This is an optimization exercise on Yosys and OpenROAD, whose aim is small area, a short achievable clock period and few clock cycles, not a production implementation. The RTL was checked by simulation tests, not by an equivalence proof against the original design. Power and IR drop assume default switching activity.

`design/flow/flow/run.sh`:
```
#!/bin/bash
# The standard layout, with timing repair (after CTS and after global routing)
# aiming for setup slack of SETUP_MARGIN ns instead of 0 at the design's period,
# so that the achieved period comes out shorter. Clock, SDC and all other settings
# are the standard flow's own.
set -euo pipefail
SETUP_MARGIN=${SETUP_MARGIN:-13}
bash standard.sh SETUP_SLACK_MARGIN=$SETUP_MARGIN finish > standard_flow.log 2>&1
```
`design/flow/standard.sh`:
```
#!/bin/bash
# synth_recipe.tcl (not shown) runs the flow's synth.tcl, then flattens the netlist and writes it again
# the make line also repeats each setting of config.mk as NAME=value (left out here)
make -C /OpenROAD-flow-scripts/flow DESIGN_CONFIG=/design/flow/config.mk WORK_HOME=/design/flow/orfs CLKGATE_MAP_FILE= SYNTH_SCRIPT=/design/flow/synth_recipe.tcl "${@:-finish}"
```
`design/flow/config.mk`:
```
export PLATFORM = sky130hd
export DESIGN_NAME = egs_wfq_port
export DESIGN_NICKNAME = egs_wfq_port
export VERILOG_FILES = /design/flow/design.v
export SDC_FILE = /design/flow/constraint.sdc
export NUM_CORES = 4
export LEC_CHECK = 0
export CAP_MARGIN = 20
export CORE_MARGIN = 2
export CORE_UTILIZATION = 40
export SLEW_MARGIN = 20
```
`design/flow/constraint.sdc`:
```
create_clock -name core_clock -period 20.0 [get_ports {clk}]
set_input_delay 4.0000 -clock core_clock [delete_from_list [all_inputs] [get_ports {clk}]]
set_output_delay 4.0000 -clock core_clock [all_outputs]
set_load 0.01 [all_outputs]
```
`design/flow/design.v`:
```
module egs_wfq_port (
    input  wire        clk,
    input  wire        rst,
    input  wire        cmd_valid,
    output wire        cmd_ready,
    input  wire [1:0]  cmd_op,
    input  wire [2:0]  cmd_leg,
    input  wire [63:0] cmd_data,      
    input  wire [13:0] cmd_len,       
    input  wire [5:0]  cmd_ovh,       
    input  wire [15:0] cmd_weight,    
    input  wire [19:0] cmd_pir,       
    input  wire [23:0] cmd_pbs,       
    input  wire        cmd_en,        
    output reg         rsp_valid,
    output reg         rsp_found,
    output reg  [2:0]  rsp_leg,
    output reg  [63:0] rsp_tag
);
    localparam OP_PORT = 2'd0;
    localparam OP_CFG  = 2'd1;
    localparam OP_PUSH = 2'd2;
    localparam OP_SEL  = 2'd3;
    localparam M_SEL  = 2'd0;
    localparam M_CFG  = 2'd1;
    localparam M_PUSH = 2'd2;
    reg        busy;                  
    reg [63:0] vtime;
    reg [5:0]  ovh;
    reg [47:0] tg;                    
    reg [36:0] acc;                   
    reg        en     [0:7];
    reg [19:0] pir    [0:7];
    reg [23:0] pbs    [0:7];
    reg [36:0] tok    [0:7];          
    reg [47:0] tref   [0:7];          
    reg [63:0] tag    [0:7];
    reg        hv     [0:7];
    reg [14:0] hn     [0:7];          
    reg        syn    [0:7];          
    reg [32:0] rcp    [0:7];          
    reg [4:0]  rbd    [0:7];          
    reg        c_vld;
    reg [1:0]  c_op;
    reg [2:0]  c_leg;
    reg [63:0] c_data;
    reg [14:0] c_n;                   
    reg [32:0] c_rcp;                 
    reg [5:0]  c_ovh;
    reg [15:0] c_weight;
    reg [19:0] c_pir;
    reg [23:0] c_pbs;
    reg        c_en;
    reg        r_busy;
    reg [2:0]  r_leg;
    reg [4:0]  r_bd;
    reg [3:0]  r_cnt;
    reg [19:0] r_d;
    reg [21:0] r_d3;
    reg [55:0] r_a;                   
    reg        q_v;                   
    reg [2:0]  q_leg;
    reg [4:0]  q_bd;
    reg [19:0] q_wn;
    reg        rd_v;                  
    reg [2:0]  rd_leg;
    wire stall = (c_op == OP_CFG && c_en && r_busy && q_v) ||
                 (c_op == OP_PUSH && ((r_busy && r_leg == c_leg) || (q_v && q_leg == c_leg) ||
                                      (rd_v && rd_leg == c_leg)));
    wire [7:0] wmask_e = wmask & ~((wb_v && !sel_full) ? (8'd1 << bl) : 8'd0);
    wire p_last  = busy && (wmask_e == 8'd0) && !p1_v;
    wire overlap = p_last && ((pmode == M_PUSH) ||
                              (pmode == M_CFG && (c_op == OP_PUSH || c_op == OP_PORT)) ||
                              (pmode == M_SEL && (c_op == OP_SEL ||
                                                  (c_op == OP_PUSH && !hv_v[c_leg]) ||
                                                  (c_op == OP_CFG && en_v[c_leg]))));
    wire go    = c_vld && (!busy || overlap) && !stall;
    assign cmd_ready = !c_vld || go;
    wire accept = cmd_valid && cmd_ready;
    reg [1:0]  pmode;
    reg [7:0]  wmask;                 
    reg        sel_full;              
    reg        sel_pend;              
    reg [7:0]  fs_mask;               
    reg        p1_v;
    reg [2:0]  p1_l;
    reg [47:0] p1_a;                  
    reg [19:0] p1_b;                  
    reg [23:0] p1_pbs;
    reg        p2_v;
    reg [2:0]  p2_l;
    reg [47:0] p2_prod;
    reg        p2_ovf;
    reg [36:0] p2_cap;
    reg [27:0] p2_need;
    reg [36:0] p2_cn;                 
    reg        p2_capok;
    reg [36:0] p2_tok;
    reg [63:0] p2_tag;                
    reg        p2_hv;
    reg [4:0]  p2_bd;
    reg        bf;
    reg [2:0]  bl;
    reg [63:0] btag;
    reg [36:0] brem;
    reg        wb_v;                  
    function automatic earlier(input [63:0] a, input [63:0] b);
        reg [63:0] d;
        begin
            d = b - a;
            earlier = (a != b) && !d[63];
        end
    endfunction
    function automatic [36:0] x8000(input [23:0] x);
        x8000 = ({13'd0, x} << 13) - ({13'd0, x} << 7) - ({13'd0, x} << 6);
    endfunction
    function automatic [4:0] blen20(input [19:0] x);
        integer j;
        begin
            blen20 = 5'd0;
            for (j = 0; j < 20; j = j + 1)
                if (x[j]) blen20 = j[4:0] + 5'd1;
        end
    endfunction
    function automatic [5:0] blen37(input [36:0] x);
        integer j;
        begin
            blen37 = 6'd0;
            for (j = 0; j < 37; j = j + 1)
                if (x[j]) blen37 = j[5:0] + 6'd1;
        end
    endfunction
    function automatic [7:0] lowbit(input [7:0] m);
        lowbit = m & (~m + 8'd1);
    endfunction
    function automatic [2:0] enc8(input [7:0] oh);
        enc8 = {oh[4] | oh[5] | oh[6] | oh[7],
                oh[2] | oh[3] | oh[6] | oh[7],
                oh[1] | oh[3] | oh[5] | oh[7]};
    endfunction
    integer i;
    reg [7:0] en_v, hv_v, syn_v;
    always @* begin
        for (i = 0; i < 8; i = i + 1) begin
            en_v[i]  = en[i];
            hv_v[i]  = (hv[i] || (p2_v && pmode == M_PUSH && p2_l == i[2:0])) &&
                       !(wb_v && bl == i[2:0]);
            syn_v[i] = syn[i];
        end
    end
    wire any_en = |en_v;
    wire [47:0] e_dt    = c_data[47:0] - tg;
    wire        e_big   = |e_dt[47:37];
    wire [37:0] e_acc   = {1'b0, acc} + {1'b0, e_dt[36:0]};
    wire        e_full  = e_big || e_acc[37];
    wire [7:0]  p0      = en_v & (hv_v | ~syn_v);
    wire        heads   = |(en_v & hv_v);
    wire        c_len_ok = en_v[c_leg] && !hv_v[c_leg];
    wire        go_sel  = go && (c_op == OP_SEL);
    wire        go_cfgf = go && (c_op == OP_CFG) && c_en && en_v[c_leg] && syn_v[c_leg];
    wire        go_push = go && (c_op == OP_PUSH) && c_len_ok;
    wire [7:0]  s0_oh   = go_sel ? lowbit(p0) : (go ? (8'd1 << c_leg) : lowbit(wmask_e));
    wire [2:0]  s0_l    = enc8(s0_oh);
    wire        s0_v    = go_cfgf || (go_sel && (p0 != 8'd0)) || (busy && wmask_e != 8'd0);
    wire [47:0] s0_t    = go_sel ? c_data[47:0] : tg;
    wire        s0_fw   = p2_v && pmode != M_PUSH && p2_l == s0_l;    
    wire [47:0] s0_dt   = s0_t - (s0_fw ? tg : tref[s0_l]);
    wire [23:0] s0_pbs  = (go_cfgf && c_pbs < pbs[s0_l]) ? c_pbs : pbs[s0_l];
    wire [36:0] s1_ma   = p1_v ? p1_a[36:0] : {4'd0, c_rcp};
    wire [19:0] s1_mb   = p1_v ? p1_b : {5'd0, c_n};
    wire [2:0]  s1_l    = p1_v ? p1_l : c_leg;
    wire [47:0] s1_prod = s1_ma * s1_mb;
    wire [5:0]  s1_blen = {1'b0, blen37(p1_a[36:0])} + {1'b0, blen20(p1_b)};
    wire [63:0] s1_tag  = tag[s1_l];
    wire [14:0] s1_hn   = hn[p1_l];
    wire [24:0] s1_dpn  = {1'b0, p1_pbs} - {10'd0, s1_hn};
    wire [37:0] s2_sum  = {1'b0, p2_tok} + {1'b0, p2_prod[36:0]};
    wire        s2_sat  = p2_ovf || (|p2_prod[47:37]) || (s2_sum > {1'b0, p2_cap});
    wire [36:0] s2_upd  = s2_sat ? p2_cap : s2_sum[36:0];
    wire [38:0] s2_rn   = {1'b0, s2_sum} - {11'd0, p2_need};
    wire        s2_ok   = s2_sat ? p2_capok : !s2_rn[38];
    wire [36:0] s2_rem  = s2_sat ? p2_cn : s2_rn[36:0];
    wire        s2_elig = p2_v && (pmode == M_SEL) && p2_hv && s2_ok;
    wire        s2_take = s2_elig && (!bf || earlier(p2_tag, btag));
    wire        nbf     = bf || s2_take;
    wire [2:0]  nbl     = s2_take ? p2_l : bl;
    wire [63:0] nbtag   = s2_take ? p2_tag : btag;
    wire [36:0] nbrem   = s2_take ? s2_rem : brem;
    wire [32:0] s2_pq   = p2_prod[47:15];
    wire [32:0] s2_q    = s2_pq >> p2_bd;
    wire [32:0] s2_mask = ~(33'h1_ffff_ffff << p2_bd);
    wire        s2_c    = (s2_pq & s2_mask) != 33'd0;
    wire [63:0] s2_ptag0 = p2_tag + {31'd0, s2_q} + {63'd0, s2_c};
    wire [63:0] s2_ptag1 = vtime + {31'd0, s2_q} + {63'd0, s2_c};
    wire [63:0] s2_ptag  = earlier(vtime, p2_tag) ? s2_ptag0 : s2_ptag1;
    wire        a_push  = p2_v && pmode == M_PUSH;
    wire        a_sel   = p_last && pmode == M_SEL && sel_pend;
    wire        a_v     = a_push || a_sel;
    wire        a_found = a_push || nbf;
    wire [2:0]  a_leg   = a_push ? p2_l : (nbf ? nbl : 3'd0);
    wire [63:0] a_tag   = a_push ? s2_ptag : (nbf ? nbtag : vtime);
    reg         b_v, b_found;
    reg  [2:0]  b_leg;
    reg  [63:0] b_tag;
    always @* begin
        b_v     = 1'b0;
        b_found = 1'b0;
        b_leg   = 3'd0;
        b_tag   = 64'd0;
        case (c_op)
        OP_PORT: begin
            b_v     = go;
            b_found = !any_en;
            b_tag   = any_en ? vtime : c_data;
        end
        OP_CFG: begin
            b_v     = go;
            b_found = 1'b1;
            b_leg   = c_leg;
        end
        OP_PUSH: begin
            b_v     = go && !c_len_ok;
            b_leg   = c_leg;
        end
        OP_SEL: begin
            b_v     = go && !heads;
            b_tag   = vtime;
        end
        endcase
    end
    reg         rq_v, rq_found;
    reg  [2:0]  rq_leg;
    reg  [63:0] rq_tag;
    wire [19:0] rc_wt   = (c_weight != 16'd0) ? {4'd0, c_weight} : c_pir;
    wire [4:0]  rc_bd   = blen20(rc_wt);
    wire [19:0] rc_wn   = rc_wt << (5'd20 - rc_bd);
    reg [55:0] rstep;
    reg [21:0] rx, rt1, rt2, rt3;
    reg        rneg1, rneg2, rneg3;
    integer s;
    always @* begin
        rstep = r_a;
        for (s = 0; s < 2; s = s + 1) begin
            rx  = {rstep[55:36], rstep[35:34]};
            {rneg1, rt1} = {1'b0, rx} - {3'd0, r_d};
            {rneg2, rt2} = {1'b0, rx} - {2'd0, r_d, 1'b0};
            {rneg3, rt3} = {1'b0, rx} - {1'b0, r_d3};
            if (!rneg3)
                rstep = {rt3[19:0], rstep[33:0], 2'd3};
            else if (!rneg2)
                rstep = {rt2[19:0], rstep[33:0], 2'd2};
            else if (!rneg1)
                rstep = {rt1[19:0], rstep[33:0], 2'd1};
            else
                rstep = {rx[19:0], rstep[33:0], 2'd0};
        end
    end
    always @(posedge clk) begin
        if (rst) begin
            busy      <= 1'b0;
            vtime     <= 64'd0;
            ovh       <= 6'd20;
            tg        <= 48'd0;
            acc       <= 37'd0;
            c_vld     <= 1'b0;
            rsp_valid <= 1'b0;
            rsp_found <= 1'b0;
            rsp_leg   <= 3'd0;
            rsp_tag   <= 64'd0;
            pmode     <= M_SEL;
            wmask     <= 8'd0;
            sel_full  <= 1'b0;
            sel_pend  <= 1'b0;
            fs_mask   <= 8'd0;
            p1_v      <= 1'b0;
            p2_v      <= 1'b0;
            bf        <= 1'b0;
            bl        <= 3'd0;
            wb_v      <= 1'b0;
            r_busy    <= 1'b0;
            r_leg     <= 3'd0;
            q_v       <= 1'b0;
            rd_v      <= 1'b0;
            rq_v      <= 1'b0;
            for (i = 0; i < 8; i = i + 1) begin
                en[i] <= 1'b0;
                hv[i] <= 1'b0;
            end
        end else begin
            rsp_valid <= rq_v || a_v || b_v;
            if (rq_v) begin
                rsp_found <= rq_found;
                rsp_leg   <= rq_leg;
                rsp_tag   <= rq_tag;
                rq_v      <= a_v || b_v;
            end else begin
                rsp_found <= a_v ? a_found : b_found;
                rsp_leg   <= a_v ? a_leg : b_leg;
                rsp_tag   <= a_v ? a_tag : b_tag;
                rq_v      <= a_v && b_v;
            end
            if (accept) begin
                c_vld    <= 1'b1;
                c_op     <= cmd_op;
                c_leg    <= cmd_leg;
                c_data   <= cmd_data;
                c_n      <= {1'b0, cmd_len} + {9'd0, ovh};
                c_ovh    <= cmd_ovh;
                c_weight <= cmd_weight;
                c_pir    <= cmd_pir;
                c_pbs    <= cmd_pbs;
                c_en     <= cmd_en;
            end else if (go) begin
                c_vld    <= 1'b0;
            end
            if (wb_v) begin
                hv[bl]  <= 1'b0;
                tok[bl] <= brem;
                wb_v    <= 1'b0;
            end
            p1_v <= s0_v;
            if (busy)
                wmask <= wmask_e & ~s0_oh;
            p2_v <= p1_v || go_push;
            if (p2_v && pmode != M_PUSH) begin
                tok[p2_l]  <= s2_upd;
                tref[p2_l] <= tg;
                bf   <= nbf;
                bl   <= nbl;
                btag <= nbtag;
                brem <= nbrem;
            end
            if (p2_v && pmode == M_PUSH) begin
                tag[p2_l] <= s2_ptag;
                hv[p2_l]  <= 1'b1;
            end
            if (p_last && pmode == M_SEL && sel_pend) begin
                sel_pend  <= 1'b0;
                if (nbf) begin
                    vtime <= nbtag;
                    wb_v  <= 1'b1;
                end
            end
            if (p_last)
                busy <= 1'b0;
            rd_v <= 1'b0;
            if (r_busy) begin
                if (r_cnt == 4'd1) begin
                    r_busy      <= q_v;
                    rcp[r_leg]  <= rstep[32:0];
                    rbd[r_leg]  <= r_bd;
                    rd_v        <= 1'b1;
                    rd_leg      <= r_leg;
                    q_v         <= 1'b0;
                    r_leg       <= q_leg;
                    r_bd        <= q_bd;
                end
            end
            if (go) begin
                case (c_op)
                OP_PORT: begin
                    if (!any_en) begin
                        ovh     <= c_ovh;
                        vtime   <= c_data;
                    end else begin
                    end
                end
                OP_CFG: begin
                    pir[c_leg]     <= c_pir;
                    pbs[c_leg]     <= c_pbs;
                    en[c_leg]      <= c_en;
                    if (c_en && r_busy && !(r_cnt == 4'd1 && !q_v)) begin
                        q_v    <= 1'b1;
                        q_leg  <= c_leg;
                        q_bd   <= rc_bd;
                        q_wn   <= rc_wn;
                    end else if (c_en) begin
                        r_busy <= 1'b1;
                        r_leg  <= c_leg;
                        r_bd   <= rc_bd;
                    end
                    if (!c_en) begin
                        hv[c_leg] <= 1'b0;
                    end else if (!en_v[c_leg]) begin
                        tok[c_leg]  <= x8000(c_pbs);
                        tref[c_leg] <= c_data[47:0];
                        tag[c_leg]  <= vtime;
                        hv[c_leg]   <= 1'b0;
                        syn[c_leg]  <= 1'b0;
                    end else if (syn_v[c_leg]) begin
                        busy  <= 1'b1;
                        pmode <= M_CFG;
                        wmask <= 8'd0;
                    end else if (tok[c_leg] > x8000(c_pbs)) begin
                        tok[c_leg] <= x8000(c_pbs);
                    end
                end
                OP_PUSH: begin
                    if (c_len_ok) begin
                        hn[c_leg] <= c_n;
                        busy      <= 1'b1;
                        pmode     <= M_PUSH;
                        wmask     <= 8'd0;
                    end else begin
                    end
                end
                OP_SEL: begin
                    tg      <= c_data[47:0];
                    acc     <= e_full ? 37'd0 : e_acc[36:0];
                    fs_mask <= e_big ? (en_v & syn_v) : 8'd0;
                    for (i = 0; i < 8; i = i + 1)
                        if (en[i]) syn[i] <= 1'b1;
                    pmode   <= M_SEL;
                    bf      <= 1'b0;
                    wmask   <= (p0 & ~lowbit(p0)) | (e_full ? (en_v & ~p0) : 8'd0);
                    sel_full <= e_full;
                    if (!heads) begin
                        sel_pend  <= 1'b0;
                    end else begin
                        sel_pend  <= 1'b1;
                    end
                    if (p0 != 8'd0 || (e_full && any_en))
                        busy <= 1'b1;
                end
                endcase
            end
        end
    end
    wire        r_start_cfg = go && c_op == OP_CFG && c_en && !(r_busy && !(r_cnt == 4'd1 && !q_v));
    wire        r_start_q   = r_busy && r_cnt == 4'd1 && q_v;
    wire [19:0] r_wn_new    = r_start_cfg ? rc_wn : q_wn;
    always @(posedge clk) begin
        c_rcp    <= rcp[accept ? cmd_leg : c_leg];
        p1_l     <= s0_l;
        p1_a     <= s0_dt;
        p1_b     <= pir[s0_l];
        p1_pbs   <= s0_pbs;
        p2_l     <= s1_l;
        p2_prod  <= s1_prod;
        p2_ovf   <= (|p1_a[47:37]) || (s1_blen > 6'd48) || (fs_mask[p1_l] && pmode == M_SEL);
        p2_cap   <= x8000(p1_pbs);
        p2_need  <= x8000({9'd0, s1_hn});
        p2_cn    <= x8000(s1_dpn[23:0]);
        p2_capok <= !s1_dpn[24];
        p2_tok   <= (wb_v && bl == p1_l) ? brem : tok[p1_l];
        p2_tag   <= s1_tag;
        p2_hv    <= hv[p1_l] && !(wb_v && bl == p1_l);
        p2_bd    <= rbd[s1_l];
        rq_found <= (rq_v && a_v) ? a_found : b_found;
        rq_leg   <= (rq_v && a_v) ? a_leg : b_leg;
        rq_tag   <= (rq_v && a_v) ? a_tag : b_tag;
        if (r_start_cfg || r_start_q) begin
            r_a   <= {20'd32768, 16'd0, r_wn_new};
            r_cnt <= 4'd9;
            r_d   <= r_wn_new;
            r_d3  <= {2'd0, r_wn_new} + {1'b0, r_wn_new, 1'b0};
        end else begin
            r_a   <= rstep;
            r_cnt <= r_cnt - 4'd1;
        end
    end
endmodule
```
==> flow_metrics.py <==
metrics = {
    "cts": {
        "clk_pin_slew_worst_paths_ns": 0.06,
        "numCtsBuffers": 351,
        "htree_levels": 5,
        "cts_tree": "done",
        "cts_sinks": 3084,
        "cts-root-buf": "clkbuf_16",
        "clkLatencyLatePin_ns": 1.07,
        "postCtsHoldBufs": 0,
        "clockBufferDepth": 4,
    },
    "synth": {
        "syn_inst": 20372,
        "async_reset_ff_frac": 0,
        "synth_ff_type": "edfxtp_1",
        "synth.cell_area_sq_um": 193000,
        "syn_area_per_cell_sq_um": 9.50,
        "yosysWarnings": 1,
        "ys_ff_latch": 3084,
        "synth.area.top_cells": "edfxtp_1, dfxtp_1, nand2_1",
        "synth_nets": 22103,
        "synth_cell_type_count": 116,
        "synth_top_cell_by_area": "edfxtp_1",
        "synth_top_area_frac": 0.358,
        "ys_seq_area_frac": 0.438,
        "synth_edf_count": 2305,
    },
    "setup_path": {
        "critPathKind": "register to register",
        "required_ns": 20.90,
        "reg2regPathDepth": 24,
        "worstPathMaxFanout": 15,
        "timing.rr.end": "p2_prod[47]",
        "arrival_ns": 8.71,
        "r2r_setup_slack_ns": 12.18,
        "worst_setup_path_start_kind": "register",
        "cp-startpoint": "p1_v",
        "regToRegStartpoint": "p1_v",
        "worst_setup_path_end_kind": "register",
    },
    "layout": {
        "area_growth_pct": 15.6,
        "stdcell_area_sq_um": 224000,
        "fin_nets": 22209,
        "final_cell_mix": "nand2_1, edfxtp_1, o21ai_0",
        "final_common_cell": "nand2_1",
        "layout-drive-gt1-share": 0.116,
    },
    "sta": {
        "finClkSkew_ns": 0.0860,
        "hold_viol_final": 0,
        "drv_slew": 0,
        "max_slew_margin": 0.152,
        "fin_crit_sh": 0.391,
        "worstMarginPinSlew_ns": 1.24,
        "period_minus_slack_ns": 7.82,
        "rsz0062_at_grt": "true",
        "setup_violations": 0,
        "setup_tns_ns": 0,
        "fmax_mhz": 128,
    },
    "floorplan": {
        "rows": 255,
        "core_region_area_sq_um": 482000,
        "fp.dieH_microns": 699,
        "pin_count": 223,
        "start_util": 0.401,
        "die_w_microns": 699,
        "design.die.area_sq_um": 489000,
    },
    "power_and_ir_drop": {
        "seqPwrFrac": 0.206,
        "swShare": 0.444,
        "clkPwrFrac": 0.163,
        "p_leak_uw": 0.0870,
        "p_int_uw": 22500,
        "power_density_nw_per_um2": 181,
        "combinationalPowerShare": 0.631,
        "vdd_drop_max_mv": 0.774,
        "power.net_switching_uw": 18000,
        "total_power_uw": 40500,
    },
    "routing": {
        "drt-total-wl_microns": 741000,
        "first_pass_iters": 7,
        "detail-route-antenna-nets": 0,
        "viasPerCell": 5.95,
        "drt_iter0_drc": 19826,
        "drc_errors": 0,
        "wl_per_cell_microns": 27.2,
        "vias": 161864,
    },
    "grt": {
        "grt_pass1_vias": 153690,
        "grt_usage": 0.290,
        "overflow": 0,
        "grt_pass1_wl_microns": 1060000,
        "antenna_found_initial": 53,
        "grt_start_max_net_pins": 154,
    },
    "placement": {
        "dp_hpwl_microns": 478000,
        "placed_area_sq_um": 203000,
        "gp_congestion": 0.987,
        "port_buffers": 222,
    },
    "outcome": {
        "outcome": "no timing/DRC/antenna violations",
    },
    "hold_path": {
        "min-delay-start": "rq_tag[47]",
        "hold_depth": 2,
        "hold_path_end": "rsp_tag[47]",
        "hold_path.class": "register to register",
    },
    "job": {
        "cap_violations": 0,
    },
}
## worst max-delay path by stage
stage                        endpoint  cells after the start  slack [ns]
after CTS                 p2_prod[47]                     30       12.28
after detailed placement     p1_a[47]                     30        9.90
final                     p2_prod[47]                     24       12.18
after global routing      p2_prod[47]                     32       11.94
after global placement       p1_a[47]                     30       10.01
after floorplan             tag[5][0]                      5       11.87
## worst max-delay path: stages (launching register included)
cell and delay (ns):
dfxtp_4 0.39, buf_12 0.14, bufbuf_16 0.31, mux2i_1 0.89, nor2_1 0.15, fa_1 0.57, inv_1 0.05, fa_1 0.57
fa_1 0.45, fa_1 0.45, fa_1 0.52, inv_1 0.05, fa_1 0.39, fa_1 0.50, ha_1 0.41, a21o_1 0.22
a21oi_1 0.17, nor3b_1 0.21, o211ai_1 0.17, a21oi_2 0.23, o21ai_2 0.10, a221oi_2 0.32, o221ai_1 0.15, a21oi_1 0.16
xnor2_1 0.08
## logic make-up (layout without fill, tap and decap cells)
kind of cell | after synthesis | in the layout | synth area share
and+or+nand+nor | 7165 | 7183 | 0.160
AOI/OAI and AO/OA | 4843 | 4846 | 0.152
DFF | 3084 | 3084 | 0.438
buffers and inverters | 2507 | 2871 | 0.0494
adders and majority gates | 1578 | 1578 | 0.128
muxes | 624 | 641 | 0.0456
xor gates and xnor gates | 571 | 571 | 0.0259
other | 0 | 22 | 0
## cell type report
cell class | instances | area (sq um)
fill | 44800 | 258000
multi-input combinational | 14819 | 104000
sequential | 3084 | 84900
timing repair buffer | 998 | 10400
clock buffer | 476 | 9800
tap | 6425 | 8040
inverter | 1219 | 4660
clock inverter | 173 | 1820
antenna | 22 | 55.1
timing repair inverter | 5 | 51.3
## what timing repair did
item,CTS,global route
gates resized for setup,544,410
setup buffers,235,147
pin swaps,112,179
cloned,62,25
setup endpoints to repair,1387,1147
## cell usage after synthesis (all sizes together) (398+ instances only)
| master | count |
|---|---|
| ha | 909 |
| nand2 | 3928 |
| o21ai | 1812 |
| fa | 669 |
| nor2 | 1164 |
| dfxtp | 779 |
| a21oi | 1195 |
| edfxtp | 2305 |
| inv | 1160 |
| clkbuf | 1083 |
| nand3 | 883 |
| xnor2 | 398 |
## sequential cells by signal, indices dropped and copies added, names as in the netlist, 64 cells and up, named ones only
name     cells
pbs        192
pir        160
btag        64
rq_tag      64
rsp_tag     64
c_data      64
tag        512
tok        296
tref       384
rcp        264
p2_tag      64
hn         120
vtime       64
## power by group through the flow
stage | Combinational [uW] | Sequential (uW) | Clock [uW]
finish | 25500 | 8340 | 6610
global route | 27900 | 8350 | 6910
CTS | 23500 | 8310 | 6670
detailed placement | 21500 | 8430 | 0
global placement | 21300 | 8430 | 0
floorplan | 15900 | 8060 | 0
## metrics by stage
step,util,worst slack (ns),cells,hold slack (ns)
after detailed placement,0.421,9.90,26080,0.404
after floorplan,-,11.87,20372,0.388
after CTS,0.456,12.28,27026,0.421
after global placement,0.421,10.01,26079,0.399
after global routing,0.464,11.94,27202,0.441
final,0.464,12.18,27221,0.419
## layer usage
layer  wire length, microns  GRT usage  vias up
met3                  83600     0.0693     1794
met1                 296000      0.391    78905
li1                       -          -    72276
met5                    297          0        -
met2                 316000      0.436     8847
met4                  44600      0.146       42
Testbench counts, summed over its fixed seeds: cycles 31,624.

port drivers added, routing unchanged:
How much do the figures lean on ideal ports? The routed layout below was timed once more, with nothing changed but the port constraints.
Step 1 assumes that a clkbuf_16 drives the clock port and a buf_2 every other input.
Step 2 also shifts input and output timing later by t, the mid clock arrival at the registers, as if the neighbouring blocks saw the same clock.
Three values: ideal, step 1, step 2; two values: the first two.
shift t [ns]: 1.132
setup WS [ns]: 12.182 / 12.182 / 11.825
clock arrival spread, ns: 0.086 / 0.086
worst slew at a driven data input, ns: 0.32
After both steps setup and hold are still met in this run. The setup slack of this run moves by 0.000 ns with the drivers and by -0.357 ns with both steps.
